This design comes from an exercise in tuning for small area and a short achievable clock period on the open sky130 flow, not from production work. Only simulation tests tie the RTL to the original design; equivalence was not proved.

==> inputs of branch zinc <==
==> flow/design.v (excerpt) <==
module vec_fma (
    input  wire        clk,
    input  wire        rst,
    input  wire        in_valid,
    input  wire [31:0] in_a,
    input  wire [31:0] in_b,
    input  wire [31:0] in_c,
    output reg         out_valid,
    output reg  [31:0] out_r
);
clock: 25.0 ns
lec_check: 0
abc_area: 1
cap_margin: 20
core_margin: 2
core_utilization: 60
slew_margin: 20
standard.sh (not shown) runs the stock make flow with config.mk's settings and CLKGATE_MAP_FILE= SYNTH_SCRIPT=/design/flow/synth_recipe.tcl, a recipe that flattens the netlist after the stock synthesis.
==> flow/flow/run.sh <==
#!/bin/bash
# Standard ORFS layout, with repair_timing aiming for setup slack of at
# least 18 ns at the design's clock period.
set -euo pipefail
bash standard.sh SETUP_SLACK_MARGIN=18 finish > standard.log 2>&1
==> inputs of branch harbor, as changes to branch zinc <==
Settings changed: CORE_UTILIZATION 60 to 40.
==> inputs of branch tundra, as changes to branch zinc <==
==> flow/flow/run.sh (replaced) <==
#!/bin/bash
# Standard ORFS layout; repair_timing aims for a setup slack of at least
# 19 ns at the design's clock period.
set -euo pipefail
bash standard.sh SETUP_SLACK_MARGIN=19 'BUFFER_PORTS_ARGS=-buffer_cell sky130_fd_sc_hd__buf_2' finish > standard.log 2>&1
Settings changed: CORE_UTILIZATION 60 to 40.
==> summary of the runs <==
The lowest utilization belongs to branch harbor, the highest to branch zinc.
The lowest fmax belongs to branch zinc, the highest to branch tundra.
Against branch harbor, the cell count of branch zinc is smaller by about 7%.
Synthesized area is the same in branch zinc and branch tundra.
==> figures <==
Die ar.: branch tundra 106000 µm²; branch harbor 106000 µm²; branch zinc 70800 µm²
Die extent in y: branch tundra 325 µm; branch harbor 325 µm; branch zinc 266 µm
Class of the most critical setup path: branch tundra reg -> out; branch harbor reg -> reg; branch zinc reg -> reg
Outcome: branch tundra timing/DRC/antenna clean; branch harbor timing/DRC/antenna clean; branch zinc timing/DRC/antenna clean
Number of global-route vias before repair: branch tundra 40500; branch harbor 39200; branch zinc 39100
Storage cell area: branch tundra 7710 µm²; branch harbor 7610 µm²; branch zinc 7610 µm²
Area of combinational cells with multiple inputs: branch tundra 30000 µm²; branch harbor 29000 µm²; branch zinc 29000 µm²
Share of the final layout cell area in sequential cells: branch tundra 16.0%; branch harbor 16.7%; branch zinc 16.9%
Ratio of cells with drive above 1 in the final layout: branch tundra 14.4%; branch harbor 6.90%; branch zinc 6.67%
Clock skew: branch tundra 0.0196 ns; branch harbor 0.0141 ns; branch zinc 0.0301 ns
Final wirelength: branch tundra 169000 µm; branch harbor 163000 µm; branch zinc 156000 µm

========
==> 03-13: inputs <==
Another version of the RTL of vec_fma (not shown whole).
clock: 25.0 ns
lec_check: 0
abc_area: 1
cap_margin: 20
core_margin: 2
core_utilization: 40
cts_cluster_diameter: 120
cts_cluster_size: 24
slew_margin: 20
==> flow/flow/run.sh <==
#!/bin/bash
# Standard ORFS layout; repair_timing aims for a setup slack of at least
# 18.95 ns at the design's clock period.
set -euo pipefail
bash standard.sh SETUP_SLACK_MARGIN=18.95 'BUFFER_PORTS_ARGS=-buffer_cell sky130_fd_sc_hd__buf_2' finish > standard.log 2>&1
==> inputs of 01-16, as changes to 03-13 <==
--- a/flow/design.v
+++ b/flow/design.v
@@ -170,15 +170,15 @@
     assign sh_sum[8] = p52 ^ pg81;
     assign sh_sum[9] = p53 ^ pg83;
     assign sh_sum[10] = p54 ^ pg85;
     wire signed [10:0] sh_raw = sh_sum;
     wire               c_scale = p_zero | (~c_zero & sh_raw[10]);
-    wire        [3:0]  shc = (c_scale | c_zero) ? 4'd0 :
-                             (sh_raw[9:7] != 3'd0) ? 4'd15 : sh_raw[6:3];
+    wire        [2:0]  shc = (c_scale | c_zero) ? 3'd0 :
+                             (sh_raw[9:7] != 3'd0) ? 3'd7 : sh_raw[6:4];
     wire signed [10:0] e_top = c_scale ? $signed({3'd0, ec_e}) : (ep + 11'sd27);
-    wire [30:0] mc_s = {mc, 7'd0} >> sh_raw[2:0];
-    wire [30:0] mc_f = c_scale ? {mc, 7'd0} : mc_s;
+    wire [38:0] mc_s = {mc, 15'd0} >> sh_raw[3:0];
+    wire [38:0] mc_f = c_scale ? {mc, 15'd0} : mc_s;
     wire [23:0]  st_mask;
     genvar gj;
     generate
         for (gj = 0; gj < 24; gj = gj + 1) begin : g_stm
             assign st_mask[gj] = (sh_raw > 11'sd76 + gj);
@@ -1515,12 +1515,12 @@
     assign prod[45] = p1111 ^ pg1362;
     assign prod[46] = p1112 ^ pg1364;
     assign prod[47] = p1113 ^ pg1366;
     reg        s1_valid;
     reg [47:0] s1_prod;
-    reg [30:0] s1_mcf;
-    reg [3:0]  s1_shc;
+    reg [38:0] s1_mcf;
+    reg [2:0]  s1_shc;
     reg        s1_cst;
     reg signed [10:0] s1_etop;
     reg        s1_sp, s1_sc, s1_spec, s1_nan, s1_sinf, s1_zsign;
     always @(posedge clk) begin
         if (rst) s1_valid <= 1'b0;
@@ -1535,11 +1535,11 @@
         s1_spec  <= is_spec;
         s1_nan   <= is_nan;
         s1_sinf  <= s_inf;
         s1_zsign <= p_zero & sp & sc;
     end
-    wire [99:0]  c_aligned = {s1_mcf, 69'd0} >> {s1_shc, 3'b000};
+    wire [99:0]  c_aligned = {s1_mcf, 61'd0} >> {s1_shc, 4'b0000};
     wire [100:0] opc = {c_aligned, s1_cst};
     wire [25:0]  opu = opc[100:75];
     wire [47:0]  opm = opc[74:27];
     wire [26:0]  opl = opc[26:0];
     wire         eff_sub = s1_sp ^ s1_sc;
==> summary.md <==
| Metric | Value |
|---|---|
| Pre-antenna DRT Iters | `7` |
| Top layer in use | `met4` |
| Status | `timing/DRC/antenna clean` |
| Synth cell types | `66` |
The numbers above come from 03-13.

==> summary.md <==
| Metric | Value |
|---|---|
| Status | `timing/DRC/antenna clean` |
| IO Count | `132` |
| CP top delay family | `flip-flops` |
| Top layer in use | `met5` |
| Synth cell types | `68` |
| CTS Buf Count | `26` |
| Cell Count, Final, Fillers Out | `7428` |
| Clock Skew | `0.0393 ns` |
| Pre-antenna DRT Iters | `9` |
The numbers above come from 01-16.


========
==> inputs of v23 <==
vec_fma, a different RTL version from the one above (not shown whole).
Settings: LEC_CHECK=0, ABC_AREA=1, CAP_MARGIN=20, CORE_MARGIN=2, CORE_UTILIZATION=40, CTS_CLUSTER_DIAMETER=120, CTS_CLUSTER_SIZE=24, SLEW_MARGIN=20; clock period 25.0 ns.
Scripts as last shown in full above: flow/flow/run.sh
==> v4: changes against v23 <==
--- a/flow/design.v
+++ b/flow/design.v
@@ -71,15 +71,15 @@
     wire s_inf   = p_inf ? sp : sc;
     wire signed [10:0] ep     = $signed({3'd0, ea_e}) + $signed({3'd0, eb_e}) - 11'sd127;
     wire signed [10:0] sh_raw = $signed({3'd0, ea_e}) + $signed({3'd0, eb_e}) + $signed({3'b111, ~ec_e}) - 11'sd99;
     wire               c_scale = p_zero | (~c_zero & sh_raw[10]);
     wire        [6:0]  sh = (c_scale | c_zero) ? 7'd0 :
                             (sh_raw[9:7] != 3'd0) ? 7'd127 : sh_raw[6:0];
     wire signed [10:0] e_top = c_scale ? $signed({3'd0, ec_e}) : (ep + 11'sd27);
-    wire [38:0] mc_f = {mc, 15'd0} >> sh[3:0];
+    wire [30:0] mc_f = {mc, 7'd0} >> sh[2:0];
     wire [23:0]  st_mask;
     genvar gj;
     generate
         for (gj = 0; gj < 24; gj = gj + 1) begin : g_stm
             assign st_mask[gj] = (sh_raw > 11'sd76 + gj);
         end
     endgenerate
@@ -1412,35 +1412,35 @@
     assign prod[43] = p1021 ^ pg1270;
     assign prod[44] = p1022 ^ pg1272;
     assign prod[45] = p1023 ^ pg1274;
     assign prod[46] = p1024 ^ pg1276;
     assign prod[47] = p1025 ^ pg1278;
     reg        s1_valid;
     reg [47:0] s1_prod;
-    reg [38:0] s1_mcf;
-    reg [2:0]  s1_shc;
+    reg [30:0] s1_mcf;
+    reg [3:0]  s1_shc;
     reg        s1_cst;
     reg signed [10:0] s1_etop;
     reg        s1_sp, s1_sc, s1_spec, s1_nan, s1_sinf, s1_zsign;
     always @(posedge clk) begin
         if (rst) s1_valid <= 1'b0;
         else     s1_valid <= s0_valid;
         s1_prod  <= prod;
         s1_mcf   <= mc_f;
-        s1_shc   <= sh[6:4];
+        s1_shc   <= sh[6:3];
         s1_cst   <= c_sticky;
         s1_etop  <= e_top;
         s1_sp    <= sp;
         s1_sc    <= sc;
         s1_spec  <= is_spec;
         s1_nan   <= is_nan;
         s1_sinf  <= s_inf;
         s1_zsign <= p_zero & sp & sc;
     end
-    wire [99:0]  c_aligned = {s1_mcf, 61'd0} >> {s1_shc, 4'b0000};
+    wire [99:0]  c_aligned = {s1_mcf, 69'd0} >> {s1_shc, 3'b000};
     wire [100:0] opc = {c_aligned, s1_cst};
     wire [25:0]  opu = opc[100:75];
     wire [47:0]  opm = opc[74:27];
     wire [26:0]  opl = opc[26:0];
     wire         eff_sub = s1_sp ^ s1_sc;
     wire [47:0]  bmid = s1_prod ^ {48{eff_sub}};
     wire g1282 = opm[0] & bmid[0];
--- a/flow/config.mk
+++ b/flow/config.mk
@@ -8,7 +8,8 @@
 export ABC_AREA = 1
 export CAP_MARGIN = 20
 export CORE_MARGIN = 2
 export CORE_UTILIZATION = 40
 export CTS_CLUSTER_DIAMETER = 120
 export CTS_CLUSTER_SIZE = 24
 export SLEW_MARGIN = 20
+export TNS_END_PERCENT = 50
==> out/metrics.yaml <==
grt_first_pass_wirelength_um: 235800
status: "finished clean"
viasPerCell: 5.616
wl_met1_um: 65910
clk_share: 0.01970
seq_share: 0.1662
final_util: 0.4453
n_fill_cell: 10560
multi_input_area_share: 0.6511
post_cts_buffers: 7
num-nonclk-buffers: 276
wl_met3_um: 13300
the above is filed under v4

==> out/metrics.yaml <==
status: "finished clean"
nClkBuffers: 26
viasPerCell: 5.582
clk_share: 0.01753
seq_share: 0.1692
multi_input_area_share: 0.6482
syn_nets: 6445
post_cts_buffers: 37
layout-drive-gt1-share: 0.1077
grt_first_pass_wirelength_um: 240900
wl_met3_um: 13350
the above is filed under v23

-- static timing again, ports no longer ideal --
No port has a modelled driver above. Below, the same layouts with a new extraction and two added sets of constraints. Step 1 (the two cells are an assumption about what drives the block):
set clk [get_ports {clk}]
set_driving_cell -lib_cell sky130_fd_sc_hd__clkbuf_16 $clk
set_driving_cell -lib_cell sky130_fd_sc_hd__buf_2 [delete_from_list [all_inputs] $clk]
Step 2, shift: input delay + t, output delay - t, t = (earliest + latest rising clock arrival at the registers) / 2. This alone moves slack from input paths to output paths. a / b / c = ideal ports / drivers / drivers and shift; a / b = the first two.
run | t, ns | slack for setup (ns) | worst setup path after step 2 | worst register clock-pin slew, ns | worst data-port slew with drivers (ns)
branch zinc | 0.665 | 18.310 / 18.310 / 18.256 | input to register | 0.07 / 0.07 | 0.05
branch harbor | 0.680 | 18.330 / 18.330 / 17.890 | input to register | 0.07 / 0.07 | 0.06
branch tundra | 0.696 | 18.948 / 18.873 / 18.615 | input to register | 0.07 / 0.07 | 0.14
03-13 | 0.690 | 18.938 / 18.864 / 18.786 | input to register | 0.10 / 0.10 | 0.04
01-16 | 0.705 | 18.890 / 18.814 / 18.426 | input to register | 0.11 / 0.11 | 0.06
v23 | 0.702 | 18.857 / 18.777 / 18.484 | input to register | 0.11 / 0.11 | 0.05
v4 | 0.703 | 18.897 / 18.823 / 18.444 | input to register | 0.10 / 0.10 | 0.06
After both steps setup and hold are still met in every run listed. For 01-16, which loses most, drivers alone change the setup slack by -0.076 ns; drivers and shift together by -0.464 ns.
